What follows belongs to an exercise in optimizing a design on an open flow for small area, a short achievable clock period and few clock cycles; a production flow would make more cautious choices. Where RTL was checked, it was by simulation tests only, not by an equivalence proof against the original. No functional check of the RTL was part of runs 1 to 4. Power figures rest on the tool's default switching activity, not on a simulated workload.

===== design/flow/design.v =====
module crc_unit #(
    parameter integer W      = 32,     
    parameter [63:0]  POLY   = 64'h04C11DB7,
    parameter [63:0]  INIT   = 64'hFFFFFFFF,
    parameter         REFL   = 1'b1,   
    parameter [63:0]  XOROUT = 64'hFFFFFFFF
) (
    input  wire          clk,
    input  wire          rst,
    input  wire          seed_lo_we,
    input  wire          seed_hi_we,
    input  wire [31:0]   wdata,
    input  wire [15:0]   pending,        
    input  wire          init,
    input  wire          feed,
    input  wire [1:0]    width,          
    output reg  [W-1:0]  seed,
    output wire [W-1:0]  result,
    output reg           busy
);
    function [W-1:0] reflect;
        input [W-1:0] v;
        integer i;
        begin
            for (i = 0; i < W; i = i + 1)
                reflect[i] = v[W-1-i];
        end
    endfunction
    localparam [W-1:0] POLY_W = POLY[W-1:0];
    localparam [W-1:0] RPOLY  = reflect(POLY[W-1:0]);
    function [W-1:0] zadv;
        input [W-1:0] s;
        input integer n;
        integer i;
        reg [W-1:0] r;
        begin
            r = s;
            for (i = 0; i < n; i = i + 1)
                if (REFL) r = (r >> 1) ^ (r[0] ? RPOLY : {W{1'b0}});
                else      r = (r << 1) ^ (r[W-1] ? POLY_W : {W{1'b0}});
            zadv = r;
        end
    endfunction
    reg [W-1:0] crc;      
    wire [W-1:0] seed_lo_next;
    wire [W-1:0] seed_hi_next;
    generate
        if (W > 32) begin : g_wide
            assign seed_lo_next = {seed[W-1:32], wdata};
            assign seed_hi_next = {wdata[W-33:0], seed[31:0]};
        end else begin : g_narrow
            assign seed_lo_next = wdata[W-1:0];
            assign seed_hi_next = seed;
        end
    endgenerate
    wire byte_feed = (width == 2'd0) && !busy;
    wire [7:0] b0 = busy ? pending[7:0]  : wdata[7:0];
    wire [7:0] b1 = busy ? pending[15:8] : wdata[15:8];
    wire [W-1:0] crc_next;
    generate
        if (W >= 32) begin : g_fold
            wire [31:0] m = busy ? 32'd0 :
                            {{16{width[1]}}, {8{width != 2'd0}}, 8'hFF} & wdata;
            wire [W-1:0] x;
            if (REFL) begin : g_r
                assign x = crc ^ {{(W-32){1'b0}}, m};
            end else begin : g_n
                wire [31:0] ma = {m[7:0], m[15:8], m[23:16], m[31:24]};
                if (W > 32) begin : g_w
                    assign x = crc ^ {ma, {(W-32){1'b0}}};
                end else begin : g_e
                    assign x = crc ^ ma;
                end
            end
            assign crc_next = byte_feed ? zadv(x, 8) : zadv(x, 16);
        end else begin : g_small
            wire [W-1:0] y1 = zadv(crc ^ ({{(W-8){1'b0}}, b0} << (W-8)), 8);
            wire [W-1:0] y2 = zadv(y1  ^ ({{(W-8){1'b0}}, b1} << (W-8)), 8);
            assign crc_next = byte_feed ? y1 : y2;
        end
    endgenerate
    always @(posedge clk) begin
        if (rst) begin
            seed <= INIT[W-1:0];
            crc  <= REFL ? reflect(INIT[W-1:0]) : INIT[W-1:0];
            busy <= 1'b0;
        end else begin
            if (seed_lo_we)
                seed <= seed_lo_next;
            else if (seed_hi_we)
                seed <= seed_hi_next;
            if (init) begin
                crc  <= REFL ? reflect(seed) : seed;
                busy <= 1'b0;
            end else if (busy || feed) begin
                crc  <= crc_next;
                busy <= feed && width[1];
            end
        end
    end
    assign result = crc ^ XOROUT[W-1:0];
endmodule
module crc_units (
    input  wire        clk,
    input  wire        rst,
    input  wire        req,
    input  wire        we,
    input  wire [7:0]  addr,      
    input  wire [31:0] wdata,
    output wire        ready,
    output reg  [31:0] rdata,     
    input  wire [4:0]  bound
);
    localparam integer NUNITS = 5;
    localparam [3:0] R_CTRL    = 4'h0;
    localparam [3:0] R_SEED_LO = 4'h1;
    localparam [3:0] R_SEED_HI = 4'h2;
    localparam [3:0] R_DIN     = 4'h3;
    localparam [3:0] R_RES_LO  = 4'h4;
    localparam [3:0] R_RES_HI  = 4'h5;
    wire [3:0] unit_idx = addr[7:4];
    wire [3:0] reg_idx  = addr[3:0];
    wire       unit_hit = (unit_idx < 4'd5) && (reg_idx <= R_RES_HI);
    wire       err_hit  = (addr == 8'h80);
    wire [NUNITS-1:0] busy;
    wire [NUNITS-1:0] unit_sel;
    genvar k;
    generate
        for (k = 0; k < NUNITS; k = k + 1) begin : g_sel
            assign unit_sel[k] = unit_hit && (unit_idx == k);
        end
    endgenerate
    wire busy_hit = (unit_idx == 4'd0 && busy[0]) || (unit_idx == 4'd1 && busy[1]) ||
                    (unit_idx == 4'd2 && busy[2]) || (unit_idx == 4'd3 && busy[3]) ||
                    (unit_idx == 4'd4 && busy[4]);
    assign ready = !(busy_hit && (reg_idx == R_DIN || reg_idx == R_RES_LO));
    wire acc = req && ready;
    wire wr  = acc && we;
    wire rd  = acc && !we;
    wire wr_cfg = wr && (reg_idx <= R_DIN);
    wire [NUNITS-1:0] wr_ok      = {NUNITS{wr_cfg}} & unit_sel & ~bound;
    wire [NUNITS-1:0] wr_blocked = {NUNITS{wr_cfg}} & unit_sel &  bound;
    reg [15:0] pending;
    always @(posedge clk)
        pending <= wdata[31:16];
    reg [2*NUNITS-1:0] width;     
    reg [4:0] err;
    integer i;
    always @(posedge clk) begin
        if (rst) begin
            width <= {2*NUNITS{1'b0}};
            err <= 5'b0;
        end else begin
            for (i = 0; i < NUNITS; i = i + 1)
                if (wr_ok[i] && reg_idx == R_CTRL)
                    width[2*i +: 2] <= wdata[2:1];
            if (wr && err_hit)
                err <= (err & ~wdata[4:0]) | wr_blocked;
            else
                err <= err | wr_blocked;
        end
    end
    wire [7:0]  seed0, res0;
    wire [15:0] seed1, res1;
    wire [31:0] seed2, res2, seed3, res3;
    wire [63:0] seed4, res4;
    wire [NUNITS-1:0] do_seed_lo = wr_ok & {NUNITS{reg_idx == R_SEED_LO}};
    wire [NUNITS-1:0] do_seed_hi = wr_ok & {NUNITS{reg_idx == R_SEED_HI}};
    wire [NUNITS-1:0] do_init    = wr_ok & {NUNITS{reg_idx == R_CTRL}} & {NUNITS{wdata[0]}};
    wire [NUNITS-1:0] do_feed    = wr_ok & {NUNITS{reg_idx == R_DIN}};
    crc_unit #(.W(8), .POLY(64'h1D), .INIT(64'hFF), .REFL(1'b0),
               .XOROUT(64'hFF)) u0 (
        .clk(clk), .rst(rst),
        .seed_lo_we(do_seed_lo[0]), .seed_hi_we(do_seed_hi[0]), .wdata(wdata), .pending(pending),
        .init(do_init[0]), .feed(do_feed[0]), .width(width[1:0]),
        .seed(seed0), .result(res0), .busy(busy[0]));
    crc_unit #(.W(16), .POLY(64'h1021), .INIT(64'hFFFF), .REFL(1'b0),
               .XOROUT(64'h0)) u1 (
        .clk(clk), .rst(rst),
        .seed_lo_we(do_seed_lo[1]), .seed_hi_we(do_seed_hi[1]), .wdata(wdata), .pending(pending),
        .init(do_init[1]), .feed(do_feed[1]), .width(width[3:2]),
        .seed(seed1), .result(res1), .busy(busy[1]));
    crc_unit #(.W(32), .POLY(64'h04C11DB7), .INIT(64'hFFFFFFFF), .REFL(1'b1),
               .XOROUT(64'hFFFFFFFF)) u2 (
        .clk(clk), .rst(rst),
        .seed_lo_we(do_seed_lo[2]), .seed_hi_we(do_seed_hi[2]), .wdata(wdata), .pending(pending),
        .init(do_init[2]), .feed(do_feed[2]), .width(width[5:4]),
        .seed(seed2), .result(res2), .busy(busy[2]));
    crc_unit #(.W(32), .POLY(64'h1EDC6F41), .INIT(64'hFFFFFFFF), .REFL(1'b1),
               .XOROUT(64'hFFFFFFFF)) u3 (
        .clk(clk), .rst(rst),
        .seed_lo_we(do_seed_lo[3]), .seed_hi_we(do_seed_hi[3]), .wdata(wdata), .pending(pending),
        .init(do_init[3]), .feed(do_feed[3]), .width(width[7:6]),
        .seed(seed3), .result(res3), .busy(busy[3]));
    crc_unit #(.W(64), .POLY(64'h42F0E1EBA9EA3693), .INIT(64'h0), .REFL(1'b0),
               .XOROUT(64'h0)) u4 (
        .clk(clk), .rst(rst),
        .seed_lo_we(do_seed_lo[4]), .seed_hi_we(do_seed_hi[4]), .wdata(wdata), .pending(pending),
        .init(do_init[4]), .feed(do_feed[4]), .width(width[9:8]),
        .seed(seed4), .result(res4), .busy(busy[4]));
    reg [31:0] res_hi_shadow;
    always @(posedge clk) begin
        if (rst)
            res_hi_shadow <= 32'b0;
        else if (rd && unit_sel[4] && reg_idx == R_RES_LO)
            res_hi_shadow <= res4[63:32];
    end
    reg [31:0] seed_lo_mux, seed_hi_mux, res_lo_mux, res_hi_mux;
    reg [1:0]  width_mux;
    always @(*) begin
        case (unit_idx)
            4'd0:    width_mux = width[1:0];
            4'd1:    width_mux = width[3:2];
            4'd2:    width_mux = width[5:4];
            4'd3:    width_mux = width[7:6];
            default: width_mux = width[9:8];
        endcase
    end
    always @(*) begin
        case (unit_idx)
            4'd0: begin
                seed_lo_mux = {24'b0, seed0};  seed_hi_mux = 32'b0;
                res_lo_mux  = {24'b0, res0};   res_hi_mux  = 32'b0;
            end
            4'd1: begin
                seed_lo_mux = {16'b0, seed1};  seed_hi_mux = 32'b0;
                res_lo_mux  = {16'b0, res1};   res_hi_mux  = 32'b0;
            end
            4'd2: begin
                seed_lo_mux = seed2;           seed_hi_mux = 32'b0;
                res_lo_mux  = res2;            res_hi_mux  = 32'b0;
            end
            4'd3: begin
                seed_lo_mux = seed3;           seed_hi_mux = 32'b0;
                res_lo_mux  = res3;            res_hi_mux  = 32'b0;
            end
            default: begin
                seed_lo_mux = seed4[31:0];     seed_hi_mux = seed4[63:32];
                res_lo_mux  = res4[31:0];      res_hi_mux  = res_hi_shadow;
            end
        endcase
    end
    always @(*) begin
        rdata = 32'b0;
        if (err_hit) begin
            rdata = {27'b0, err};
        end else if (unit_hit) begin
            case (reg_idx)
                R_CTRL:    rdata = {|(unit_sel & bound), |(unit_sel & busy), 27'b0,
                                    width_mux, 1'b0};
                R_SEED_LO: rdata = seed_lo_mux;
                R_SEED_HI: rdata = seed_hi_mux;
                R_RES_LO:  rdata = res_lo_mux;
                R_RES_HI:  rdata = res_hi_mux;
                default:   rdata = 32'b0;       
            endcase
        end
    end
endmodule

===== design/flow/run.sh =====
#!/bin/bash
# synth_recipe.tcl (not shown) runs the flow's synth.tcl, then flattens the netlist and writes it again
# the make line also repeats each setting of config.mk as NAME=value (left out here)
make -C /OpenROAD-flow-scripts/flow DESIGN_CONFIG=/design/flow/config.mk WORK_HOME=/design/flow/orfs CLKGATE_MAP_FILE= SYNTH_SCRIPT=/design/flow/synth_recipe.tcl finish

===== design/flow/config.mk =====
export PLATFORM = sky130hd
export DESIGN_NAME = crc_units
export DESIGN_NICKNAME = crc_units
export VERILOG_FILES = /design/flow/design.v
export SDC_FILE = /design/flow/constraint.sdc
export NUM_CORES = 4
export LEC_CHECK = 0
export CAP_MARGIN = 20
export CORE_MARGIN = 2
export CORE_UTILIZATION = 40
export SLEW_MARGIN = 20

===== design/flow/constraint.sdc =====
create_clock -name core_clock -period 7.0 [get_ports {clk}]
set_input_delay 1.4000 -clock core_clock [delete_from_list [all_inputs] [get_ports {clk}]]
set_output_delay 1.4000 -clock core_clock [all_outputs]
set_load 0.01 [all_outputs]

==> results by group, run 1 <==
Outcome
  – Status: complete, no violations

Global routing
  – First-pass GRT wire length: between 150000 and 200000 um
  – Initial antenna violation count: 2
  – Largest net degree at the start of global routing: 143
  – Grt ovf: 0
  – Total track usage: 0.341
  – Vias in the first global route: 24300

Synthesis
  – Avg Inst Size Synth: slightly above 8 um2
  – Syn Nets: 3458
  – Synthesized area: 27700 um2
  – Cells after synthesis: 3409
  – Seq/Total Area, Yosys: 0.269
  – Asr flop ratio synth: 0
  – Seq cells post-synth: 372
  – EDFF count, synth: 0
  – Warnings from Yosys: 6
  – Post-synth top flop: dfxtp_1
  – Yosys cell types: 73

Die
  – Placeable Area: 68600 um2
  – Die H: 267 um
  – Starting Density: 0.404
  – Die ar.: roughly 71000 um2
  – Chip width: 267 um
  – Rows: between 90 and 100
  – Top Ports: 82

Pwr
  – Clock Power Share: 0.306
  – Logic pwr share: 0.432
  – Psw: 2.91 mW
  – P_leak: 11.3 nW
  – P_int: 5.19 mW
  – Pwr per Cell Area: around 260 nW/um2
  – Sw frac: 0.359
  – Share of total power in sequential cells: 0.262
  – Peak supply drop: 0.000157 V

Final layout
  – Most common cell after layout, fill and taps aside: nand2_1
  – Fin nets: 3420
  – Fillers: 6785
  – Commonest non-fill, non-tap cells in the layout: nand2_1 (634), xnor2_1 (483), dfxtp_1 (371)
  – Util after Layout: 0.453
  – Share of layout cells above drive strength 1: 0.0911
  – Area delta synth->final: 12.3%

Routing
  – DRC: 0
  – DRT antenna net count: 0
  – Drt initial violations: 3855
  – Via count: 26500
  – 1st-pass router iterations: 9
  – WL final: 124000 um
  – Via/cell ratio: 6.11
  – Avg WL per Cell: 28.6 um

Worst setup path
  – Reg2Reg Setup Slack: between 2 and 2.5 ns
  – CP Launch Point: addr[3]
  – CP endpoint: rdata[18]
  – CP Depth: 8
  – Crit path buf inv count: 3
  – CP arrival: 4.86 ns
  – Worst r2r src: u3.busy$_SDFFE_PP0P_
  – Slowest cell on the critical path: a211oi_1
  – Critical R2R Capture: u3.crc[17]$_SDFFE_PP1P_
  – Max FO, Critical Path: 13
  – Critical path class: input port to output pin
  – CP endpoint kind: output pin
  – Most frequent CP cell: clkdlybuf4s50_1
  – Slowest cell delay on critical path: 0.70 ns
  – Reg2reg path depth: 10
  – CP top delay family: buffers and inverters
  – Required @ worst endpoint: 5.60 ns
  – CP Launch Type: input port
  – Crit-path cells: clkdlybuf4s50_1 > nor3_1 > nand2_1 > buf_4 > o22ai_1 > nor2_1 > a211oi_1 > clkdlybuf4s50_1

CTS
  – Clock Pin Slew Worst Setup and Hold Paths: roughly 0.06 ns
  – CTS H-tree depth: 2
  – Clock tree sinks: 372
  – TritonCTS clock tree: done
  – Hold-fix buffers, CTS: 0
  – Num CTS Buffers: 45
  – Clock Tree Root: clkbuf_16
  – Clk Latency, worst-skew pair: between 0.6 and 0.7 ns
  – CTS resizes: 0
  – Setup Buffers After CTS: 0
  – CTS Buffer Depth: 3

Worst hold path
  – Worst Hold Class: flop to flop
  – Hold path depth: 2

Run
  – Max_cap viols: 0

STA
  – Setup Viol. Count Final: 0
  – Worst slew pin tran: roughly 1.1 ns
  – Final hold violation count: 0
  – Max Clock Skew: 0.0255 ns
  – Worst slew margin: 0.282
  – Unrepaired setup endpoints after global routing: false
  – Setup TNS: 0 ns
  – Final period util: 0.894
  – Fin crit period: 6.26 ns
  – Fmax: 0.160 GHz
  – Final Max Slew Viols: 0

Placed design
  – GPL Wtd Cong: 1.04
  – Detailed placer's ending HPWL: between 90000 and 100000 um
  – Port bufs: 81
## cell type report
type,count,area (um2),share of cell area
flip-flops and latches,372,7450,0.240
well taps,931,1160,0.0375
clock buffers,62,1290,0.0416
repair buffers,204,1750,0.0563
inverters,6,25.0,0.000805
multi-input cells,2742,19200,0.617
clock inverters,18,218,0.00700
diodes,3,7.51,0.000241
## cell families after synthesis
family          count (synthesis)  share of synthesized area
xor+xnor                      782                      0.305
simple gates                 1121                      0.171
flops                         372                      0.269
compound gates                747                      0.173
mux                            92                     0.0386
buf+inv                       295                     0.0430
## layer usage
| metal | wire (um) | GRT usage |
|---|---|---|
| met5 | 25 | 0 |
| met4 | 8010 | 0.187 |
| met3 | 15500 | 0.0801 |
| met2 | 51500 | 0.494 |
| met1 | 49200 | 0.465 |
## registers in the layout, indices dropped and copies added (netlist names)
register       cells
err                5
pending           16
res_hi_shadow     32
u0.busy            1
u0.crc             8
u0.seed            8
u1.busy            1
u1.crc            16
u1.seed           16
u2.busy            1
u2.crc            32
u2.seed           32
u3.busy            1
u3.crc            32
u3.seed           32
u4.busy            1
u4.crc            64
u4.seed           64
width             10
## worst register-to-register path, cell delays in order (launching register included)
cell and delay (ns):
dfxtp_1 0.96, buf_4 0.35, nor2_1 0.12, xnor2_4 0.43, xnor3_1 0.57, xnor2_2 0.53, xnor3_1 0.67, xnor2_2 0.40
xnor2_1 0.12, o21ai_0 0.42, nand2_1 0.09
## Yosys cell counts, drive strengths merged (8+ instances only)
| library cell | instances | area (um2) |
|---|---|---|
| or3 | 10 | 62.6 |
| a21oi | 230 | 1150 |
| a221oi | 13 | 114 |
| a31oi | 22 | 138 |
| a211oi | 89 | 668 |
| a311oi | 14 | 123 |
| buf | 43 | 245 |
| dfxtp | 372 | 7450 |
| and2 | 20 | 125 |
| o31ai | 8 | 60.1 |
| mux2 | 26 | 297 |
| nor3 | 31 | 155 |
| nand2b | 9 | 56.3 |
| o22ai | 39 | 244 |
| xnor2 | 505 | 4670 |
| a222oi | 15 | 150 |
| o211ai | 87 | 653 |
| and3 | 21 | 131 |
| nand3 | 144 | 721 |
| a211o | 9 | 78.8 |
| xnor3 | 79 | 1780 |
| o21ai | 120 | 604 |
| a22o | 9 | 78.8 |
| nor2b | 22 | 138 |
| nand2 | 634 | 2380 |
| xor3 | 11 | 262 |
| nor2 | 204 | 773 |
| a22oi | 63 | 473 |
| mux2i | 57 | 571 |
| mux4 | 9 | 203 |
| clkbuf | 246 | 925 |
| xor2 | 187 | 1740 |
## worst min-delay path by stage
stage / start / endpoint
final: res_hi_shadow[31]$_SDFFE_PP0P_ / res_hi_shadow[31]$_SDFFE_PP0P_
after global routing: res_hi_shadow[9]$_SDFFE_PP0P_ / res_hi_shadow[9]$_SDFFE_PP0P_
after CTS: res_hi_shadow[3]$_SDFFE_PP0P_ / res_hi_shadow[3]$_SDFFE_PP0P_
after detailed placement: res_hi_shadow[3]$_SDFFE_PP0P_ / res_hi_shadow[3]$_SDFFE_PP0P_
after global placement: res_hi_shadow[12]$_SDFFE_PP0P_ / res_hi_shadow[12]$_SDFFE_PP0P_
after floorplan: res_hi_shadow[0]$_SDFFE_PP0P_ / res_hi_shadow[0]$_SDFFE_PP0P_
## power groups by stage
stage	Clock (mW)	Sequential (mW)	Combinational, mW
detailed placement	0	2.17	3.41
finish	2.48	2.13	3.50
global placement	0	2.17	3.42
floorplan	0	2.17	2.68
CTS	2.47	2.13	3.44
global route	2.56	2.13	3.68
## metrics by stage
step / cells / hold WS [ns] / power (mW) / cell area, um2 / setup slack [ns]
4_1_cts: 4335 / 0.452 / 8.04 / 31100 / 0.796
3_3_place_gp: 4255 / 0.439 / 5.59 / 29600 / 0.852
3_5_place_dp: 4255 / 0.443 / 5.59 / 29600 / 0.822
2_1_floorplan: 3409 / 0.432 / 4.85 / 27700 / 2.11
6_report: 4338 / 0.451 / 8.10 / 31100 / 0.744
5_1_grt: 4335 / 0.472 / 8.36 / 31100 / 0.637
==> inputs of run 2 (changes only) <==
--- a/design/flow/config.mk
+++ b/design/flow/config.mk
@@ -10,2 +10,3 @@
 export CORE_UTILIZATION = 40
+export SETUP_SLACK_MARGIN = 2
 export SLEW_MARGIN = 20
==> run 2 against run 1 <==
Effect of this change:
- worst hold slack improved by 0.00063 ns
- utilization up 1.5 points
- register-to-register slack improved by 0.36 ns
- synthesized cell count did not move
- critical path depth rose by 1
- synthesized area stayed put
- setup slack better by 1.2 ns
- sequential power barely moved
- first-iteration DRC count down 0.86%
- largest power group unchanged
==> results by group, run 2 <==
Synthesis
  – Cell with the most instances after synthesis: nand2_1
  – Top cell type's share of synthesized area: 0.269 (unchanged)
  – Cells after synthesis: 3409 (unchanged)
  – EDFF count, synth: 0 (unchanged)
  – Largest cells by area after synthesis: dfxtp_1 (27%), xnor2_1 (15%), nand2_1 (8.6%)
  – Warnings from Yosys: 6 (unchanged)
  – Dominant cell type by area after synthesis: dfxtp_1
  – Syn Nets: 3458 (unchanged)
  – Seq cells post-synth: 372 (unchanged)
  – Commonest cells in the netlist: nand2_1 (634), xnor2_1 (483), dfxtp_1 (372)
  – Avg Inst Size Synth: 8.12 um2 (unchanged)
  – Yosys cell types: 73 (unchanged)
  – Seq/Total Area, Yosys: 0.269 (unchanged)
  – Post-synth top flop: dfxtp_1
  – Synthesized area: 27700 um2 (unchanged)
  – Asr flop ratio synth: 0 (unchanged)

Run
  – Max_cap viols: 0 (unchanged)

Global routing
  – First-pass GRT wire length: 180000 um (+1.4%)
  – Largest net degree at the start of global routing: 143 (unchanged)
  – Grt ovf: 0 (unchanged)
  – Vias in the first global route: 24600 (+1.3%)
  – Total track usage: 0.346 (+0.00515)
  – Initial antenna violation count: 4 (+2)

Final layout
  – Regs by FF count: u4.crc x64, u4.seed x64
  – Area delta synth->final: 16.0%
  – Util after Layout: 0.468 (+0.0152)
  – Share of layout cells above drive strength 1: 0.123 (+0.0315)
  – Most common cell after layout, fill and taps aside: nand2_1
  – Fillers: 6677 (-1.6%)
  – Commonest non-fill, non-tap cells in the layout: nand2_1 (632), xnor2_1 (478), dfxtp_1 (371)
  – Fin nets: 3460 (+1.2%)

CTS
  – TritonCTS clock tree: done
  – Clock Tree Root: clkbuf_16
  – CTS H-tree depth: 2 (unchanged)
  – Num CTS Buffers: 45 (unchanged)
  – Clk Latency, worst-skew pair: 0.61 ns (about the same)
  – Hold-fix buffers, CTS: 0 (unchanged)
  – CTS Buffer Depth: 3 (unchanged)
  – Clock Pin Slew Worst Setup and Hold Paths: 0.06 ns (about the same)
  – Clock tree sinks: 372 (unchanged)

STA
  – Final Max Slew Viols: 0 (unchanged)
  – Fin crit period: 5.06 ns (-1.20 ns)
  – Final hold violation count: 0 (unchanged)
  – Setup TNS: 0 ns (unchanged)
  – Setup Viol. Count Final: 0 (unchanged)
  – Worst slew pin tran: 1.10 ns (+0.0269 ns)
  – Worst slew margin: 0.261 (-0.0210)
  – Max Clock Skew: 0.0254 ns (-0.0000757 ns)
  – Final period util: 0.723 (-0.171)
  – Fmax: 0.198 GHz (+24%)
  – Unrepaired setup endpoints after global routing: true

Worst hold path
  – Min-Delay Endpoint: res_hi_shadow[9]$_SDFFE_PP0P_
  – Worst Hold Class: flop to flop
  – Beginning of the worst hold path: res_hi_shadow[9]$_SDFFE_PP0P_
  – Hold path depth: 2 (unchanged)

Placed design
  – Detailed placer's ending HPWL: 90200 um (unchanged)
  – Port bufs: 81 (unchanged)
  – GPL Wtd Cong: 1.04 (unchanged)

Pwr
  – Tot Pwr: 8.20 mW (+1.1%)
  – Pwr per Cell Area: 255 nW/um2 (-2.1%)
  – Peak supply drop: 0.000158 V (+0.59%)
  – P_leak: 11.9 nW (+5.6%)

Die
  – Rows: 96 (unchanged)
  – Chip width: 267 um (unchanged)
  – Die ar.: 71400 um2 (unchanged)
  – Top Ports: 82 (unchanged)
  – Placeable Area: 68600 um2 (unchanged)
  – Die H: 267 um (unchanged)
  – Starting Density: 0.404 (unchanged)

Worst setup path
  – CP Launch Type: input port
  – CP endpoint kind: output pin
  – Reg2Reg Setup Slack: 2.58 ns (+0.36 ns)
  – Worst r2r src: u3.busy$_SDFFE_PP0P_
  – Reg2reg path depth: 9 (-1)
  – Max FO, Critical Path: 11 (-2)
  – Required @ worst endpoint: 5.60 ns (about the same)
  – Critical path class: input port to output pin
  – CP arrival: 3.66 ns (-1.20 ns)
  – Critical R2R Capture: u3.crc[9]$_SDFFE_PP1P_

Routing
  – Via/cell ratio: 6.14 (+0.60%)
  – Via count: 26900 (+1.6%)
  – DRT antenna net count: 0 (unchanged)
  – Avg WL per Cell: 29.0 um (+1.2%)
  – WL final: 127000 um (+2.2%)
  – 1st-pass router iterations: 9 (unchanged)
  – DRC: 0 (unchanged)
  – Drt initial violations: 3822 (-0.86%)

Outcome
  – Status: complete, no violations
-- run 2: changes by cell type in the layout (fill, tap and decap cells not counted), sizes merged, moves of 3 or more --
cell | before | now
clkdlybuf4s50 | 78 | 36
buf | 126 | 165
dlymetal6s2s | 0 | 10
clkbuf | 62 | 66
bufbuf | 0 | 3
dlygate4sd2 | 0 | 24
-- run 2: critical path, cell delays in order --
cell and delay, ns:
clkdlybuf4s15_2 0.27, nor2_4 0.17, and3_4 0.32, buf_4 0.23
a22oi_1 0.12, o22ai_4 0.26, nor2_1 0.10, a211oi_2 0.20
clkdlybuf4s50_1 0.58
-- run 2: worst max-delay path by stage --
stage	startpoint	slack, ns	to	cells past startpoint
global route	addr[7]	1.90	rdata[19]	9
floorplan	addr[4]	2.11	rdata[2]	8
global placement	addr[3]	0.85	rdata[6]	7
CTS	addr[4]	1.83	rdata[19]	9
detailed placement	addr[3]	0.82	rdata[6]	7
finish	addr[7]	1.94	rdata[19]	9
-- run 2: area by class of cell --
type	instances	area, um2	area share
multi-input cells	2743	19700	0.612
well taps	931	1160	0.0363
inverters	6	25.0	0.000779
repair buffers	243	2300	0.0715
flip-flops and latches	372	7450	0.232
clock inverters	18	218	0.00678
diodes	4	10.0	0.000312
clock buffers	62	1290	0.0402
-- run 2: repair_timing --
item | in CTS | in global routing
endpoints found under the setup margin | 61 | 59
pin swaps | 17 | 13
setup buffers | 12 | 19
resized for setup | 155 | 52
cloned | 6 | 3
-- run 2: logic make-up (layout without fill, tap and decap cells) --
kind of cell	count (synthesis)	count (layout)	synth area share
multiplexers	92	92	0.0386
AO/OA/AOI/OAI	747	747	0.173
buffers and inverters	295	329	0.0430
AND/OR/NAND/NOR	1121	1122	0.171
other	0	4	0
XOR/XNOR	782	782	0.305
flip-flops	372	372	0.269
-- run 2: routing by layer --
| metal | global-route usage | vias to the layer above | part of all wire |
|---|---|---|---|
| li1 | - | 11700 | - |
| met1 | 0.468 | 12900 | 0.39 |
| met2 | 0.499 | 1912 | 0.41 |
| met3 | 0.0833 | 364 | 0.13 |
| met4 | 0.203 | 2 | 0.068 |
| met5 | 0 | - | 0.000071 |
-- run 2: power breakdown --
part           switching, mW  internal [mW]
clock network           1.04           1.44
logic                   1.90           1.69
registers            0.00386           2.12
-- run 2: metrics by stage --
stage                     hold WS (ns)  cell area (um2)  cells  worst slack [ns]
final                            0.452            32100   4379              1.94
after global routing             0.472            32100   4375              1.90
after detailed placement         0.443            29600   4255             0.822
after global placement           0.439            29600   4255             0.852
after floorplan                  0.432            27700   3409              2.11
after CTS                        0.452            31700   4353              1.83
==> inputs of run 3 (changes only) <==
--- a/design/flow/config.mk
+++ b/design/flow/config.mk
@@ -10,3 +10,3 @@
 export CORE_UTILIZATION = 40
-export SETUP_SLACK_MARGIN = 2
+export SETUP_SLACK_MARGIN = 3
 export SLEW_MARGIN = 20
==> run 3 against run 2 <==
Effect of this change:
- synthesized area unchanged
- final cell count increased by 4.4%
- fmax increased by 5.7%
- non-clock buffer count increased by 199
- utilization increased by 5.9 points
- design area increased by 13%
- clock power decreased by 4%
- setup slack improved by 0.27 ns
- critical path depth unchanged
- sequential cell count unchanged
- register-to-register slack improved by 0.43 ns
- critical path type unchanged
- largest power group unchanged
- highest routed layer unchanged
==> results by group, run 3 <==
Outcome
  – Status: complete, no violations

Final layout
  – Share of layout cells above drive strength 1: 0.242 (+0.119)
  – Fin nets: 3657 (+5.7%)
  – Fin cells: 4570 (+4.4%)
  – Area delta synth->final: 30.6%
  – Most common cell after layout, fill and taps aside: nand2_1
  – Util after Layout: 0.527 (+0.0587)
  – Regs by FF count: u4.crc x64, u4.seed x64
  – Commonest non-fill, non-tap cells in the layout: nand2_1 (629), xnor2_1 (417), dfxtp_1 (372)

Run
  – Max_cap viols: 0 (unchanged)

Pwr
  – Logic pwr share: 0.504 (+0.066)
  – Tot Pwr: 9.07 mW (+11%)
  – Share of total power in sequential cells: 0.234 (-0.025)
  – Pwr per Cell Area: 251 nW/um2 (-1.6%)
  – Clock Power Share: 0.262 (-0.041)
  – Psw: 3.26 mW (+11%)
  – P_int: 5.82 mW (+11%)
  – Peak supply drop: 0.000279 V (+77%)
  – P_leak: 13.6 nW (+14%)
  – Sw frac: 0.359 (about the same)

Placed design
  – GPL Wtd Cong: 1.06 (+1.7%)
  – Detailed placer's ending HPWL: 92400 um (+2.4%)
  – Placed cells: 4247 (-0.19%)
  – Port bufs: 81 (unchanged)

Routing
  – Drt initial violations: 4681 (+22%)
  – Via count: 28300 (+5.3%)
  – DRC: 0 (unchanged)
  – 1st-pass router iterations: 7 (-2)
  – Via/cell ratio: 6.20 (+0.92%)
  – Avg WL per Cell: 29.5 um (+1.6%)
  – WL final: 135000 um (+6.0%)
  – DRT antenna net count: 0 (unchanged)

STA
  – Setup TNS: 0 ns (unchanged)
  – Fin crit period: 4.79 ns (-0.272 ns)
  – Worst slew margin: 0.259 (-0.00180)
  – Unrepaired setup endpoints after global routing: true
  – Worst slew pin tran: 1.11 ns (+0.00713 ns)
  – Worst hold margin: 0.450 ns (-0.00145 ns)
  – Final hold violation count: 0 (unchanged)
  – Max Clock Skew: 0.0275 ns (+0.00210 ns)
  – Setup Viol. Count Final: 0 (unchanged)
  – Fmax: 0.209 GHz (+5.7%)
  – Final period util: 0.684 (-0.0389)
  – Final Max Slew Viols: 0 (unchanged)

CTS
  – TritonCTS clock tree: done
  – Clock Tree Root: clkbuf_16
  – Clk Latency, worst-skew pair: 0.60 ns (about the same)
  – CTS Buffer Depth: 3 (unchanged)
  – Clock Pin Slew Worst Setup and Hold Paths: 0.06 ns (about the same)
  – Clock tree sinks: 372 (unchanged)
  – Hold-fix buffers, CTS: 0 (unchanged)
  – CTS H-tree depth: 2 (unchanged)
  – Num CTS Buffers: 42 (-6.7%)

Worst setup path
  – CP arrival: 3.39 ns (-0.27 ns)
  – Required @ worst endpoint: 5.60 ns (about the same)
  – Critical path class: input port to output pin
  – Reg2reg path depth: 10 (+1)
  – CP Launch Type: input port
  – CP endpoint kind: output pin
  – Max FO, Critical Path: 6 (-5)

Synthesis
  – Largest cells by area after synthesis: dfxtp_1 (27%), xnor2_1 (15%), nand2_1 (8.6%)
  – Avg Inst Size Synth: 8.12 um2 (unchanged)
  – Warnings from Yosys: 6 (unchanged)
  – Dominant cell type by area after synthesis: dfxtp_1
  – Syn Nets: 3458 (unchanged)
  – Commonest cells in the netlist: nand2_1 (634), xnor2_1 (483), dfxtp_1 (372)
  – Post-synth top flop: dfxtp_1
  – Cells after synthesis: 3409 (unchanged)
  – Asr flop ratio synth: 0 (unchanged)
  – EDFF count, synth: 0 (unchanged)
  – Seq cells post-synth: 372 (unchanged)
  – Synthesized area: 27700 um2 (unchanged)
  – Yosys cell types: 73 (unchanged)
  – Seq/Total Area, Yosys: 0.269 (unchanged)
  – Cell with the most instances after synthesis: nand2_1
  – Top cell type's share of synthesized area: 0.269 (unchanged)

Die
  – Chip width: 267 um (unchanged)
  – Rows: 96 (unchanged)
  – Die H: 267 um (unchanged)
  – Starting Density: 0.404 (unchanged)
  – Placeable Area: 68600 um2 (unchanged)
  – Die ar.: 71400 um2 (unchanged)
  – Top Ports: 82 (unchanged)

Worst hold path
  – Hold path depth: 2 (unchanged)
  – Worst Hold Class: flop to flop

Global routing
  – Initial antenna violation count: 10 (+6)
  – Vias in the first global route: 25600 (+4.1%)
  – Grt ovf: 0 (unchanged)
  – First-pass GRT wire length: 188000 um (+4.8%)
  – Largest net degree at the start of global routing: 121 (-15%)
  – Total track usage: 0.365 (+0.0188)
## run 3: cell type report
class                      count  area, um2
antenna                        2       5.00
tap                          931       1160
fill                        6261      32400
timing repair buffer         442       4320
clock buffer                  61       1220
multi-input combinational   2744      21800
inverter                       6       27.5
clock inverter                12        214
sequential                   372       7450
## run 3: final timing paths
kind,start,endpoint,slack (ns)
min,res_hi_shadow[7]$_SDFFE_PP0P_,res_hi_shadow[7]$_SDFFE_PP0P_,0.45
min reg2reg,res_hi_shadow[7]$_SDFFE_PP0P_,res_hi_shadow[7]$_SDFFE_PP0P_,0.45
max,addr[4],rdata[31],2.21
max reg2reg,u4.busy$_SDFFE_PP0P_,u4.crc[3]$_SDFFE_PP0P_,3.01
## run 3: timing repair
item / CTS / global route
pin swaps: 119 / 64
buffers inserted: 169 / 66
endpoints found under the setup margin: 346 / 141
gates cloned: 12 / 1
gates resized for setup: 514 / 138
## run 3: worst max-delay path: stages
cell,delay [ns]
buf_16,0.12
nor2b_4,0.12
buf_6,0.11
and3_4,0.17
a221oi_2,0.18
o211ai_1,0.11
a222oi_1,0.77
a21oi_1,0.22
buf_2,0.19
## run 3: power groups by stage
stage / Clock [mW] / Combinational (mW) / Sequential, mW
after floorplan: 0 / 2.85 / 2.17
final: 2.38 / 4.57 / 2.13
after detailed placement: 0 / 3.59 / 2.17
after global placement: 0 / 3.60 / 2.17
after CTS: 2.37 / 4.18 / 2.13
after global routing: 2.44 / 4.74 / 2.13
## run 3: logic make-up (layout without fill, tap and decap cells)
| logic type | Yosys count | after routing | synth area share |
|---|---|---|---|
| AND/OR/NAND/NOR | 1121 | 1123 | 0.171 |
| XOR/XNOR | 782 | 782 | 0.305 |
| AO/OA/AOI/OAI | 747 | 747 | 0.173 |
| flip-flops | 372 | 372 | 0.269 |
| buffers and inverters | 295 | 521 | 0.0430 |
| multiplexers | 92 | 92 | 0.0386 |
| other | 0 | 2 | 0 |
## run 3: metrics by stage
step                cell area, um2  setup WS (ns)
floorplan                    29100           2.73
finish                       36200           2.21
global route                 36200           2.25
CTS                          35000           2.34
detailed placement           30500          0.953
global placement             30500          0.960
## run 3: per-layer routing
metal	GRT usage	up-vias	share of wire
met5	0	-	0.00019
met4	0.202	4	0.072
met1	0.477	13600	0.38
met3	0.0983	461	0.13
met2	0.543	2110	0.42
li1	-	12100	-
==> inputs of run 4 (changes only) <==
==> design/flow/flow/run.sh (new file) <==
#!/bin/bash
# The standard layout, with the port buffers made from plain buffers
# (buffer_ports -buffer_cell) so that timing repair can size them.
set -euo pipefail
export BUFFER_PORTS_ARGS="-buffer_cell sky130_fd_sc_hd__buf_2"
bash standard.sh > standard_flow.log 2>&1
==> design/flow/standard.sh (new file) <==
#!/bin/bash
# synth_recipe.tcl (not shown) runs the flow's synth.tcl, then flattens the netlist and writes it again
# the make line also repeats each setting of config.mk as NAME=value (left out here)
make -C /OpenROAD-flow-scripts/flow DESIGN_CONFIG=/design/flow/config.mk WORK_HOME=/design/flow/orfs CLKGATE_MAP_FILE= SYNTH_SCRIPT=/design/flow/synth_recipe.tcl "${@:-finish}"
removed: design/flow/run.sh
==> run 4 against run 3 <==
Effect of this change:
- via count shrank 1.9%
- die area is the same
- global-route usage grew 0.22 points
- first-iteration DRC count shrank 12%
- total power shrank 2.1%
- utilization shrank 1.6 points
- critical path depth is the same
- critical endpoint unchanged
==> results by group, run 4 <==
Outcome
  – Status: complete, no violations

STA
  – Final Max Slew Viols: 0 (unchanged)
  – Setup Viol. Count Final: 0 (unchanged)
  – Fmax: 0.206 GHz (-1.5%)
  – Fin crit period: 4.86 ns (+0.0711 ns)
  – Final period util: 0.694 (+0.0102)
  – Worst slew margin: 0.229 (-0.0305)
  – Unrepaired setup endpoints after global routing: true
  – Final hold violation count: 0 (unchanged)
  – Worst slew pin tran: 1.16 ns (+0.0479 ns)
  – Setup TNS: 0 ns (unchanged)
  – Max Clock Skew: 0.0210 ns (-0.00646 ns)

Worst setup path
  – Worst r2r src: u4.busy$_SDFFE_PP0P_
  – Slowest cell delay on critical path: 0.70 ns (-0.07 ns)
  – CP endpoint: rdata[31]
  – Crit-path cells: buf_12 > buf_12 > nor2b_4 > and3_4 > a221oi_4 > o211ai_1 > a222oi_1 > a21oi_1 > buf_2
  – Slowest cell on the critical path: a222oi_1
  – CP arrival: 3.46 ns (+0.07 ns)
  – Reg2Reg Setup Slack: 3.13 ns (+0.12 ns)
  – Crit path buf inv count: 3 (unchanged)
  – Max FO, Critical Path: 4 (-2)
  – CP endpoint kind: output pin
  – Reg2reg path depth: 13 (+3)
  – CP Depth: 9 (unchanged)
  – Critical path class: input port to output pin
  – Required @ worst endpoint: 5.60 ns (about the same)
  – Critical R2R Capture: u4.crc[21]$_SDFFE_PP0P_
  – Most frequent CP cell: buf_12
  – CP top delay family: compound AO/OA/AOI/OAI gates
  – CP Launch Type: input port
  – CP Launch Point: addr[4]

CTS
  – Clock Tree Root: clkbuf_16
  – CTS Buffer Depth: 3 (unchanged)
  – Clock tree sinks: 372 (unchanged)
  – CTS H-tree depth: 2 (unchanged)
  – Num CTS Buffers: 46 (+9.5%)
  – Clock Pin Slew Worst Setup and Hold Paths: 0.06 ns (about the same)
  – Hold-fix buffers, CTS: 0 (unchanged)
  – TritonCTS clock tree: done
  – Clk Latency, worst-skew pair: 0.62 ns (+0.02 ns)

Synthesis
  – Post-synth top flop: dfxtp_1
  – Asr flop ratio synth: 0 (unchanged)
  – Dominant cell type by area after synthesis: dfxtp_1
  – Cell with the most instances after synthesis: nand2_1
  – Commonest cells in the netlist: nand2_1 (634), xnor2_1 (483), dfxtp_1 (372)
  – Warnings from Yosys: 6 (unchanged)
  – Avg Inst Size Synth: 8.12 um2 (unchanged)
  – Syn Nets: 3458 (unchanged)
  – Seq cells post-synth: 372 (unchanged)
  – EDFF count, synth: 0 (unchanged)
  – Seq/Total Area, Yosys: 0.269 (unchanged)
  – Cells after synthesis: 3409 (unchanged)
  – Synthesized area: 27700 um2 (unchanged)
  – Yosys cell types: 73 (unchanged)
  – Top cell type's share of synthesized area: 0.269 (unchanged)
  – Largest cells by area after synthesis: dfxtp_1 (27%), xnor2_1 (15%), nand2_1 (8.6%)

Die
  – Chip width: 267 um (unchanged)
  – Placeable Area: 68600 um2 (unchanged)
  – Die H: 267 um (unchanged)
  – Starting Density: 0.404 (unchanged)
  – Die ar.: 71400 um2 (unchanged)
  – Top Ports: 82 (unchanged)
  – Rows: 96 (unchanged)

Final layout
  – Share of layout cells above drive strength 1: 0.224 (-0.0176)
  – Fin nets: 3567 (-2.5%)
  – Fin cells: 4482 (-1.9%)
  – Regs by FF count: u4.crc x64, u4.seed x64
  – Commonest non-fill, non-tap cells in the layout: nand2_1 (627), xnor2_1 (421), dfxtp_1 (369)
  – Util after Layout: 0.511 (-0.0160)
  – Area delta synth->final: 26.6%
  – Most common cell after layout, fill and taps aside: nand2_1

Placed design
  – Detailed placer's ending HPWL: 90200 um (-2.4%)
  – Placed cells: 4198 (-1.2%)
  – Port bufs: 81 (unchanged)
  – GPL Wtd Cong: 1.06 (-0.30%)

Global routing
  – Vias in the first global route: 25300 (-1.1%)
  – First-pass GRT wire length: 189000 um (+0.29%)
  – Total track usage: 0.367 (+0.00223)
  – Grt ovf: 0 (unchanged)
  – Largest net degree at the start of global routing: 149 (+23%)
  – Initial antenna violation count: 5 (-5)

Run
  – Max_cap viols: 0 (unchanged)

Pwr
  – P_leak: 13.1 nW (-3.6%)
  – Pwr per Cell Area: 253 nW/um2 (+0.96%)
  – Peak supply drop: 0.000268 V (-4.1%)
  – Tot Pwr: 8.88 mW (-2.1%)

Routing
  – Via count: 27800 (-1.9%)
  – 1st-pass router iterations: 12 (+5)
  – DRC: 0 (unchanged)
  – Drt initial violations: 4118 (-12%)
  – DRT antenna net count: 0 (unchanged)
  – WL final: 135000 um (+0.21%)
  – Via/cell ratio: 6.20 (about the same)
  – Avg WL per Cell: 30.1 um (+2.2%)

Worst hold path
  – Worst Hold Class: flop to flop
==> run 4: where the power goes <==
group	switching [mW]	total (mW)	internal, mW
combinational	2.19	4.25	2.07
clock	1.05	2.50	1.46
sequential	0.00385	2.13	2.12
total	3.23	8.88	5.65
==> run 4: through the flow <==
stage | hold slack (ns) | cell area, um2 | setup WS [ns]
floorplan | 0.432 | 29100 | 2.73
global placement | 0.439 | 29700 | 1.47
detailed placement | 0.443 | 29700 | 1.48
CTS | 0.452 | 33900 | 2.29
global route | 0.468 | 35100 | 2.18
finish | 0.453 | 35100 | 2.14
==> run 4: what timing repair did <==
item | 4_1_cts | 5_1_grt
resized for setup | 244 | 97
endpoints found under the setup margin | 301 | 112
buffers inserted | 117 | 64
cloned | 21 | 1
pin swaps | 78 | 48
==> run 4: how the worst min path moves through the flow <==
stage,slack (ns),depth (start not counted),endpoint,from
floorplan,0.43,2,res_hi_shadow[0]$_SDFFE_PP0P_,res_hi_shadow[0]$_SDFFE_PP0P_
global placement,0.44,2,res_hi_shadow[13]$_SDFFE_PP0P_,res_hi_shadow[13]$_SDFFE_PP0P_
detailed placement,0.44,2,res_hi_shadow[4]$_SDFFE_PP0P_,res_hi_shadow[4]$_SDFFE_PP0P_
CTS,0.45,2,res_hi_shadow[4]$_SDFFE_PP0P_,res_hi_shadow[4]$_SDFFE_PP0P_
global route,0.47,2,res_hi_shadow[0]$_SDFFE_PP0P_,res_hi_shadow[0]$_SDFFE_PP0P_
finish,0.45,2,res_hi_shadow[4]$_SDFFE_PP0P_,res_hi_shadow[4]$_SDFFE_PP0P_
==> run 4: worst reg2reg max path, stage by stage, from the launching register on <==
cell and delay [ns]:
dfxtp_2 0.54, buf_4 0.34, nand2b_2 0.25, xor2_4 0.18, buf_4 0.23, xnor3_1 0.57, xnor2_2 0.22, buf_4 0.19
xnor2_1 0.28, xnor2_1 0.19, xnor2_1 0.14, a211oi_1 0.45, a211oi_1 0.11, nor2_1 0.12
==> run 4: cell type report <==
type	count	area, um2
Fill cell	6278	33500
Inverter	6	27.5
Antenna cell	3	7.51
Timing Repair Buffer	341	3370
Sequential cell	372	7450
Multi-Input combinational cell	2751	21500
Clock inverter	21	270
Clock buffer	57	1250
Tap cell	931	1160
==> run 4: routing by layer <==
| layer | wire length, um | up-vias | global-route usage |
|---|---|---|---|
| li1 | - | 11900 | - |
| met1 | 50900 | 13300 | 0.481 |
| met2 | 55700 | 2107 | 0.529 |
| met3 | 17800 | 461 | 0.104 |
| met4 | 10400 | 4 | 0.229 |
| met5 | 24 | - | 0 |
==> run 4: kinds of logic after synthesis <==
group | Yosys count | synth area share
flip-flops | 372 | 0.269
buffers and inverters | 295 | 0.0430
XOR/XNOR | 782 | 0.305
AO/OA/AOI/OAI | 747 | 0.173
AND/OR/NAND/NOR | 1121 | 0.171
multiplexers | 92 | 0.0386
==> inputs of run 5 (changes only) <==
--- a/design/flow/design.v
+++ b/design/flow/design.v
@@ -74,3 +74,5 @@
             end
-            assign crc_next = byte_feed ? zadv(x, 8) : zadv(x, 16);
+            wire [W-1:0] y8  = zadv(x, 8);
+            wire [W-1:0] y16 = zadv(y8, 8);
+            assign crc_next = byte_feed ? y8 : y16;
         end else begin : g_small
==> design/flow/flow/run.sh (replaced) <==
#!/bin/bash
# The standard layout, with the port buffers made from plain buffers
# (buffer_ports -buffer_cell) and timing repair free to change a cell's
# footprint when it sizes it.
set -euo pipefail
export BUFFER_PORTS_ARGS="-buffer_cell sky130_fd_sc_hd__buf_2"
bash standard.sh MATCH_CELL_FOOTPRINT=0 finish > standard_flow.log 2>&1
--- a/design/flow/config.mk
+++ b/design/flow/config.mk
@@ -12 +12,2 @@
 export SLEW_MARGIN = 20
+export TNS_END_PERCENT = 10
==> run 5 against run 4 <==
Effect of this change:
- sequential share of layout area grew 0.84 points
- total power is essentially flat
- register-to-register slack lost 0.11 ns
- clock-buffer cell count is the same
- critical path depth is the same
- wire length shrank 3.4%
- synthesized cell count shrank 1.7%
- combinational power shrank 1%
- critical endpoint is now rdata[3]
- worst hold slack is essentially flat
- die area shrank 1.8%
- synthesized area shrank 1.8%
- sequential cell count is the same
==> results by group, run 5 <==
Synthesis
  – Avg Inst Size Synth: 8.12 um2 (about the same)
  – Commonest cells in the netlist: nand2_1 (572), xnor2_1 (453), dfxtp_1 (372)
  – Warnings from Yosys: 6 (unchanged)
  – Cell with the most instances after synthesis: nand2_1
  – Largest cells by area after synthesis: dfxtp_1 (27%), xnor2_1 (15%), nand2_1 (7.9%)
  – Top cell type's share of synthesized area: 0.274 (+0.00486)
  – Syn Nets: 3400 (-1.7%)
  – Cells after synthesis: 3351 (-1.7%)
  – Dominant cell type by area after synthesis: dfxtp_1
  – Synthesized area: 27200 um2 (-1.8%)
  – Asr flop ratio synth: 0 (unchanged)
  – Seq/Total Area, Yosys: 0.274 (+0.00486)
  – EDFF count, synth: 0 (unchanged)
  – Seq cells post-synth: 372 (unchanged)
  – Post-synth top flop: dfxtp_1
  – Yosys cell types: 74 (+1.4%)

CTS
  – TritonCTS clock tree: done
  – CTS Buffer Depth: 3 (unchanged)
  – CTS H-tree depth: 2 (unchanged)
  – Clock tree sinks: 372 (unchanged)
  – Clock Pin Slew Worst Setup and Hold Paths: 0.06 ns (about the same)
  – Clk Latency, worst-skew pair: 0.60 ns (-0.02 ns)
  – Clock Tree Root: clkbuf_16
  – Hold-fix buffers, CTS: 0 (unchanged)
  – Num CTS Buffers: 44 (-4.3%)

Global routing
  – Grt ovf: 0 (unchanged)
  – Largest net degree at the start of global routing: 88 (-41%)
  – Initial antenna violation count: 12 (+7)
  – First-pass GRT wire length: 182000 um (-3.4%)
  – Vias in the first global route: 24800 (-2.0%)
  – Total track usage: 0.356 (-0.0107)

Final layout
  – Regs by FF count: u4.crc x64, u4.seed x64
  – Commonest non-fill, non-tap cells in the layout: nand2_1 (567), xnor2_1 (410), dfxtp_1 (370)
  – Fillers: 6336 (+0.92%)
  – Area delta synth->final: 24.0%
  – Share of layout cells above drive strength 1: 0.201 (-0.0229)
  – Fin nets: 3506 (-1.7%)
  – Most common cell after layout, fill and taps aside: nand2_1

Worst setup path
  – CP arrival: 3.18 ns (-0.28 ns)
  – CP Launch Point: addr[4]
  – CP endpoint kind: output pin
  – Max FO, Critical Path: 16 (+12)
  – CP Launch Type: input port
  – Required @ worst endpoint: 5.60 ns (about the same)
  – Crit-path cells: buf_16 > clkbuf_16 > nor3b_1 > o21ai_1 > o21ai_0 > a22oi_2 > a221oi_1 > a21o_1 > buf_2
  – Worst r2r src: u3.busy$_SDFFE_PP0P_
  – Critical path class: input port to output pin
  – Slowest cell on the critical path: o21ai_1
  – Crit path buf inv count: 3 (unchanged)
  – CP top delay family: compound AO/OA/AOI/OAI gates
  – Slowest cell delay on critical path: 0.37 ns (-0.33 ns)

Outcome
  – Status: complete, no violations

Pwr
  – P_leak: 12.5 nW (-4.7%)
  – P_int: 5.64 mW (-0.18%)
  – Sw frac: 0.365 (+0.00112)
  – Pwr per Cell Area: 263 nW/um2 (+3.9%)
  – Clock Power Share: 0.287 (+0.005)
  – Tot Pwr: 8.88 mW (about the same)
  – Psw: 3.24 mW (+0.30%)
  – Share of total power in sequential cells: 0.239 (about the same)
  – Logic pwr share: 0.473 (-0.006)
  – Peak supply drop: 0.000170 V (-36%)

Routing
  – WL final: 130000 um (-3.4%)
  – Via/cell ratio: 6.27 (+1.0%)
  – Avg WL per Cell: 29.9 um (-0.80%)
  – DRT antenna net count: 0 (unchanged)
  – 1st-pass router iterations: 7 (-5)
  – DRC: 0 (unchanged)
  – Drt initial violations: 4210 (+2.2%)
  – Via count: 27300 (-1.6%)

STA
  – Fmax: 0.218 GHz (+6.1%)
  – Worst slew margin: 0.253 (+0.0242)
  – Unrepaired setup endpoints after global routing: true
  – Final Max Slew Viols: 0 (unchanged)
  – Worst hold margin: 0.452 ns (-0.000392 ns)
  – Setup Viol. Count Final: 0 (unchanged)
  – Worst slew pin tran: 1.12 ns (-0.0350 ns)
  – Max Clock Skew: 0.0285 ns (+0.00744 ns)
  – Final period util: 0.654 (-0.0398)
  – Setup TNS: 0 ns (unchanged)
  – Fin crit period: 4.58 ns (-0.279 ns)
  – Final hold violation count: 0 (unchanged)

Worst hold path
  – Worst Hold Class: flop to flop
  – Beginning of the worst hold path: res_hi_shadow[31]$_SDFFE_PP0P_

Die
  – Die ar.: 70100 um2 (-1.8%)
  – Chip width: 265 um (-0.88%)
  – Starting Density: 0.404 (+0.000547)
  – Rows: 95 (-1.0%)
  – Die H: 265 um (-0.88%)
  – Placeable Area: 67300 um2 (-1.9%)
  – Top Ports: 82 (unchanged)

Placed design
  – Detailed placer's ending HPWL: 88600 um (-1.8%)
  – Port bufs: 81 (unchanged)
  – GPL Wtd Cong: 1.02 (-3.7%)

Run
  – Max_cap viols: 0 (unchanged)
-- run 5: changes by cell type after synthesis, sizes merged, moves of 16 or more --
cell	change
mux2	-16
mux2i	+51
nand2	-62
nand3	-56
nor2	+42
o21ai	+34
o22ai	-27
xnor2	-34
xor2	+30
-- run 5: cell type report --
| cell class | instances | area [um2] | area share |
|---|---|---|---|
| tap | 873 | 1090 | 0.0324 |
| clock buffer | 57 | 1200 | 0.0356 |
| multi-input combinational | 2706 | 20600 | 0.610 |
| antenna | 2 | 5.00 | 0.000148 |
| inverter | 4 | 17.5 | 0.000519 |
| sequential | 372 | 7450 | 0.221 |
| timing repair buffer | 329 | 3050 | 0.0904 |
| clock inverter | 22 | 347 | 0.0103 |
-- run 5: cell families after synthesis --
group,count (synthesis),synth area share
simple gates,1058,0.163
xor+xnor,765,0.294
compound gates,746,0.175
flops,372,0.274
buf+inv,280,0.0401
mux,130,0.0538
-- run 5: power by group through the flow --
stage | clock (mW) | sequential (mW) | combinational [mW]
global placement | 0 | 2.17 | 3.53
detailed placement | 0 | 2.17 | 3.51
CTS | 2.54 | 2.13 | 3.64
global route | 2.63 | 2.13 | 4.37
floorplan | 0 | 2.17 | 2.79
finish | 2.55 | 2.13 | 4.20
-- run 5: tightest hold or removal path: stages, from the launching register on --
cell	delay, ns
dfxtp_1	0.31
nand2_1	0.05
a21oi_1	0.05
-- run 5: what timing repair did --
item	CTS	global route
cloned	16	4
setup endpoints to repair	241	257
setup buffers	46	104
gates resized for setup	185	169
pin swaps	49	59
-- run 5: final timing paths --
kind                                                        to  slack [ns]  depth (start not counted)
worst max register to register          u3.crc[3]$_SDFFE_PP1P_        3.02                         12
worst min-delay path            res_hi_shadow[31]$_SDFFE_PP0P_        0.45                          2
worst min register to register  res_hi_shadow[31]$_SDFFE_PP0P_        0.45                          2
worst max-delay path                                  rdata[3]        2.42                          9
-- run 5: per-stage QoR --
stage | cells | setup WS, ns | instance area [um2] | utilization
6_report | 4365 | 2.42 | 33700 | 0.501
5_1_grt | 4363 | 2.44 | 33700 | 0.501
4_1_cts | 4255 | 2.52 | 31900 | 0.474
3_5_place_dp | 4114 | 1.60 | 28900 | 0.430
3_3_place_gp | 4112 | 1.58 | 28900 | 0.429
2_1_floorplan | 3351 | 2.72 | 28000 | -
-- run 5: layer usage --
layer,GRT usage,part of all wire
met3,0.111,0.14
met4,0.170,0.060
met5,0,0.00043
met1,0.481,0.39
met2,0.515,0.41
Testbench counts of run 5, summed over its fixed seeds: cycles 25,557.
==> inputs of run 6 (changes only) <==
==> design/flow/run.sh (new file) <==
#!/bin/bash
# synth_recipe.tcl (not shown) runs the flow's synth.tcl, then flattens the netlist and writes it again
# the make line also repeats each setting of config.mk as NAME=value (left out here)
make -C /OpenROAD-flow-scripts/flow DESIGN_CONFIG=/design/flow/config.mk WORK_HOME=/design/flow/orfs CLKGATE_MAP_FILE= SYNTH_SCRIPT=/design/flow/synth_recipe.tcl finish
--- a/design/flow/config.mk
+++ b/design/flow/config.mk
@@ -10,4 +10,2 @@
 export CORE_UTILIZATION = 40
-export SETUP_SLACK_MARGIN = 3
 export SLEW_MARGIN = 20
-export TNS_END_PERCENT = 10
removed: design/flow/flow/run.sh
removed: design/flow/standard.sh
==> run 6 against run 5 <==
Effect of this change:
- wire length decreased by 4.4%
- worst hold slack improved by 0.0034 ns
- synthesized area unchanged
- clock-buffer cell count increased by 9
- first-iteration DRC count increased by 6.0%
- clock skew decreased by 0.0050 ns
- utilization decreased by 4.6 points
- synthesized cell count unchanged
- critical path depth decreased by 1
- non-clock buffer count decreased by 127
- global-route usage decreased by 0.87 points
- setup slack got worse by 1.7 ns
==> results by group, run 6 <==
Routing
  – WL final: 125000 um (-4.4%)
  – 1st-pass router iterations: 9 (+2)
  – Drt initial violations: 4464 (+6.0%)
  – Via count: 26200 (-4.3%)
  – Avg WL per Cell: 29.4 um (-1.4%)
  – DRT antenna net count: 0 (unchanged)
  – DRC: 0 (unchanged)
  – Via/cell ratio: 6.18 (-1.3%)

Synthesis
  – EDFF count, synth: 0 (unchanged)
  – Warnings from Yosys: 6 (unchanged)
  – Yosys cell types: 74 (unchanged)
  – Cells after synthesis: 3351 (unchanged)
  – Commonest cells in the netlist: nand2_1 (572), xnor2_1 (453), dfxtp_1 (372)
  – Cell with the most instances after synthesis: nand2_1
  – Synthesized area: 27200 um2 (unchanged)
  – Top cell type's share of synthesized area: 0.274 (unchanged)
  – Avg Inst Size Synth: 8.12 um2 (unchanged)
  – Syn Nets: 3400 (unchanged)
  – Seq cells post-synth: 372 (unchanged)
  – Post-synth top flop: dfxtp_1
  – Dominant cell type by area after synthesis: dfxtp_1
  – Seq/Total Area, Yosys: 0.274 (unchanged)
  – Asr flop ratio synth: 0 (unchanged)
  – Largest cells by area after synthesis: dfxtp_1 (27%), xnor2_1 (15%), nand2_1 (7.9%)

STA
  – Final period util: 0.890 (+0.236)
  – Worst slew pin tran: 1.30 ns (+0.177 ns)
  – Worst slew margin: 0.135 (-0.118)
  – Unrepaired setup endpoints after global routing: false
  – Fmax: 0.160 GHz (-27%)
  – Final WS setup: 0.768 ns (-1.65 ns)
  – Setup Viol. Count Final: 0 (unchanged)
  – Worst hold margin: 0.456 ns (+0.00340 ns)
  – Setup TNS: 0 ns (unchanged)
  – Final hold violation count: 0 (unchanged)
  – Final Max Slew Viols: 0 (unchanged)
  – Max Clock Skew: 0.0235 ns (-0.00497 ns)
  – Fin crit period: 6.23 ns (+1.65 ns)

Die
  – Chip width: 265 um (unchanged)
  – Top Ports: 82 (unchanged)
  – Die ar.: 70100 um2 (unchanged)
  – Die H: 265 um (unchanged)
  – Rows: 95 (unchanged)
  – Starting Density: 0.404 (unchanged)
  – Placeable Area: 67300 um2 (unchanged)

Final layout
  – Commonest non-fill, non-tap cells in the layout: nand2_1 (570), xnor2_1 (452), dfxtp_1 (372)
  – Share of layout cells above drive strength 1: 0.0858 (-0.115)
  – Fin nets: 3372 (-3.8%)
  – Regs by FF count: u4.crc x64, u4.seed x64
  – Most common cell after layout, fill and taps aside: nand2_1
  – Area delta synth->final: 12.7%

Worst setup path
  – CP arrival: 4.83 ns (+1.65 ns)
  – Max FO, Critical Path: 27 (+11)
  – CP endpoint kind: output pin
  – Required @ worst endpoint: 5.60 ns (about the same)
  – CP Launch Type: input port
  – Critical path class: input port to output pin

CTS
  – Clock Tree Root: clkbuf_16
  – Clk Latency, worst-skew pair: 0.60 ns (about the same)
  – TritonCTS clock tree: done
  – Setup Buffers After CTS: 0 (-100%)
  – Num CTS Buffers: 44 (unchanged)
  – Hold-fix buffers, CTS: 0 (unchanged)
  – Clock Pin Slew Worst Setup and Hold Paths: 0.06 ns (about the same)
  – Clock tree sinks: 372 (unchanged)
  – CTS Buffer Depth: 3 (unchanged)
  – CTS H-tree depth: 2 (unchanged)
  – CTS resizes: 0 (-100%)

Pwr
  – Peak supply drop: 0.000157 V (-7.9%)
  – Pwr per Cell Area: 268 nW/um2 (+1.9%)
  – P_leak: 11.0 nW (-11%)

Global routing
  – Largest net degree at the start of global routing: 99 (+13%)
  – Total track usage: 0.348 (-0.00868)
  – Grt ovf: 0 (unchanged)
  – Initial antenna violation count: 5 (-7)
  – Vias in the first global route: 24200 (-2.5%)
  – First-pass GRT wire length: 179000 um (-2.1%)

Outcome
  – Status: complete, no violations

Placed design
  – Port bufs: 81 (unchanged)
  – GPL Wtd Cong: 1.04 (+2.3%)
  – Detailed placer's ending HPWL: 90500 um (+2.1%)
  – Worst slack, placed: 0.927 ns (-0.669 ns)

Worst hold path
  – Worst Hold Class: flop to flop

Run
  – Max_cap viols: 0 (unchanged)
-- run 6: power breakdown --
part	total [mW]	internal (mW)	switching, mW
Clock	2.47	1.45	1.01
Combinational	3.63	1.62	2.01
Sequential	2.13	2.12	0.00499
-- run 6: per-stage QoR --
stage / total power [mW] / std cells / utilization / cell area, um2
global placement: 5.71 / 4150 / 0.433 / 29100
floorplan: 4.86 / 3351 / - / 27200
CTS: 8.14 / 4229 / 0.455 / 30600
finish: 8.22 / 4232 / 0.456 / 30700
detailed placement: 5.69 / 4150 / 0.433 / 29100
global route: 8.48 / 4229 / 0.456 / 30600
-- run 6: path summary, 6_finish.rpt --
kind,from,endpoint,slack (ns),depth (start not counted)
max,addr[3],rdata[16],0.77,8
min,res_hi_shadow[15]$_SDFFE_PP0P_,res_hi_shadow[15]$_SDFFE_PP0P_,0.46,2
max reg2reg,u4.busy$_SDFFE_PP0P_,u4.crc[13]$_SDFFE_PP0P_,2.21,9
min reg2reg,res_hi_shadow[15]$_SDFFE_PP0P_,res_hi_shadow[15]$_SDFFE_PP0P_,0.46,2
-- run 6: layout make-up --
type / instances / area (um2)
Timing Repair Buffer: 202 / 1760
Multi-Input combinational cell: 2699 / 18800
Clock buffer: 66 / 1330
Fill cell: 6728 / 36600
Clock inverter: 13 / 181
Inverter: 4 / 17.5
Antenna cell: 3 / 7.51
Sequential cell: 372 / 7450
Tap cell: 873 / 1090
-- run 6: routing by layer --
layer,vias to the layer above,wire [um],global-route usage
met2,1781,50900,0.497
met4,2,7730,0.182
li1,11500,-,-
met5,-,17,0
met3,340,15000,0.0772
met1,12600,50900,0.486
-- run 6: critical path, stage by stage --
cell and delay, ns:
clkdlybuf4s50_1 0.60, nor2_1 0.39, nand2_1 0.17, or2_2 0.57, o21ai_0 0.26, a31oi_1 0.06
a211oi_1 0.66, clkdlybuf4s50_1 0.68
-- run 6: logic make-up after synthesis --
family / Yosys count / synth area share
xor gates and xnor gates: 765 / 0.294
and+or+nand+nor: 1058 / 0.163
muxes: 130 / 0.0538
DFF: 372 / 0.274
AOI/OAI and AO/OA: 746 / 0.175
buffers and inverters: 280 / 0.0401

==> separate check: timing with driven ports <==
In the flow no input, the clock included, has a driving cell. The finished layouts below were timed again as built, in two steps. Step 1 assumes that a clkbuf_16 drives the clock port and a buf_2 every other input. Step 2 times the ports against the registers' clock, not the clock port: input delays grow and output delays shrink by t, the midpoint of the rising clock arrivals with the driver on. Slacks: ideal ports / drivers / drivers and shift; pairs: ideal ports / drivers.
| run | t (ns) | setup slack, ns | worst slew at a driven data input, ns |
|---|---|---|---|
| run 1 | 0.657 | 0.744 / 0.658 / 0.658 | 0.12 |
| run 2 | 0.653 | 1.940 / 1.873 / 1.398 | 0.11 |
| run 3 | 0.649 | 2.212 / 2.121 / 2.121 | 0.16 |
| run 4 | 0.675 | 2.141 / 2.059 / 2.059 | 0.20 |
| run 5 | 0.657 | 2.420 / 2.320 / 1.856 | 0.15 |
| run 6 | 0.654 | 0.768 / 0.744 / 0.695 | 0.04 |
After both steps every run listed still meets setup and hold. The setup slack of run 5, which loses most, moves by -0.100 ns with the drivers and by -0.564 ns with both steps.
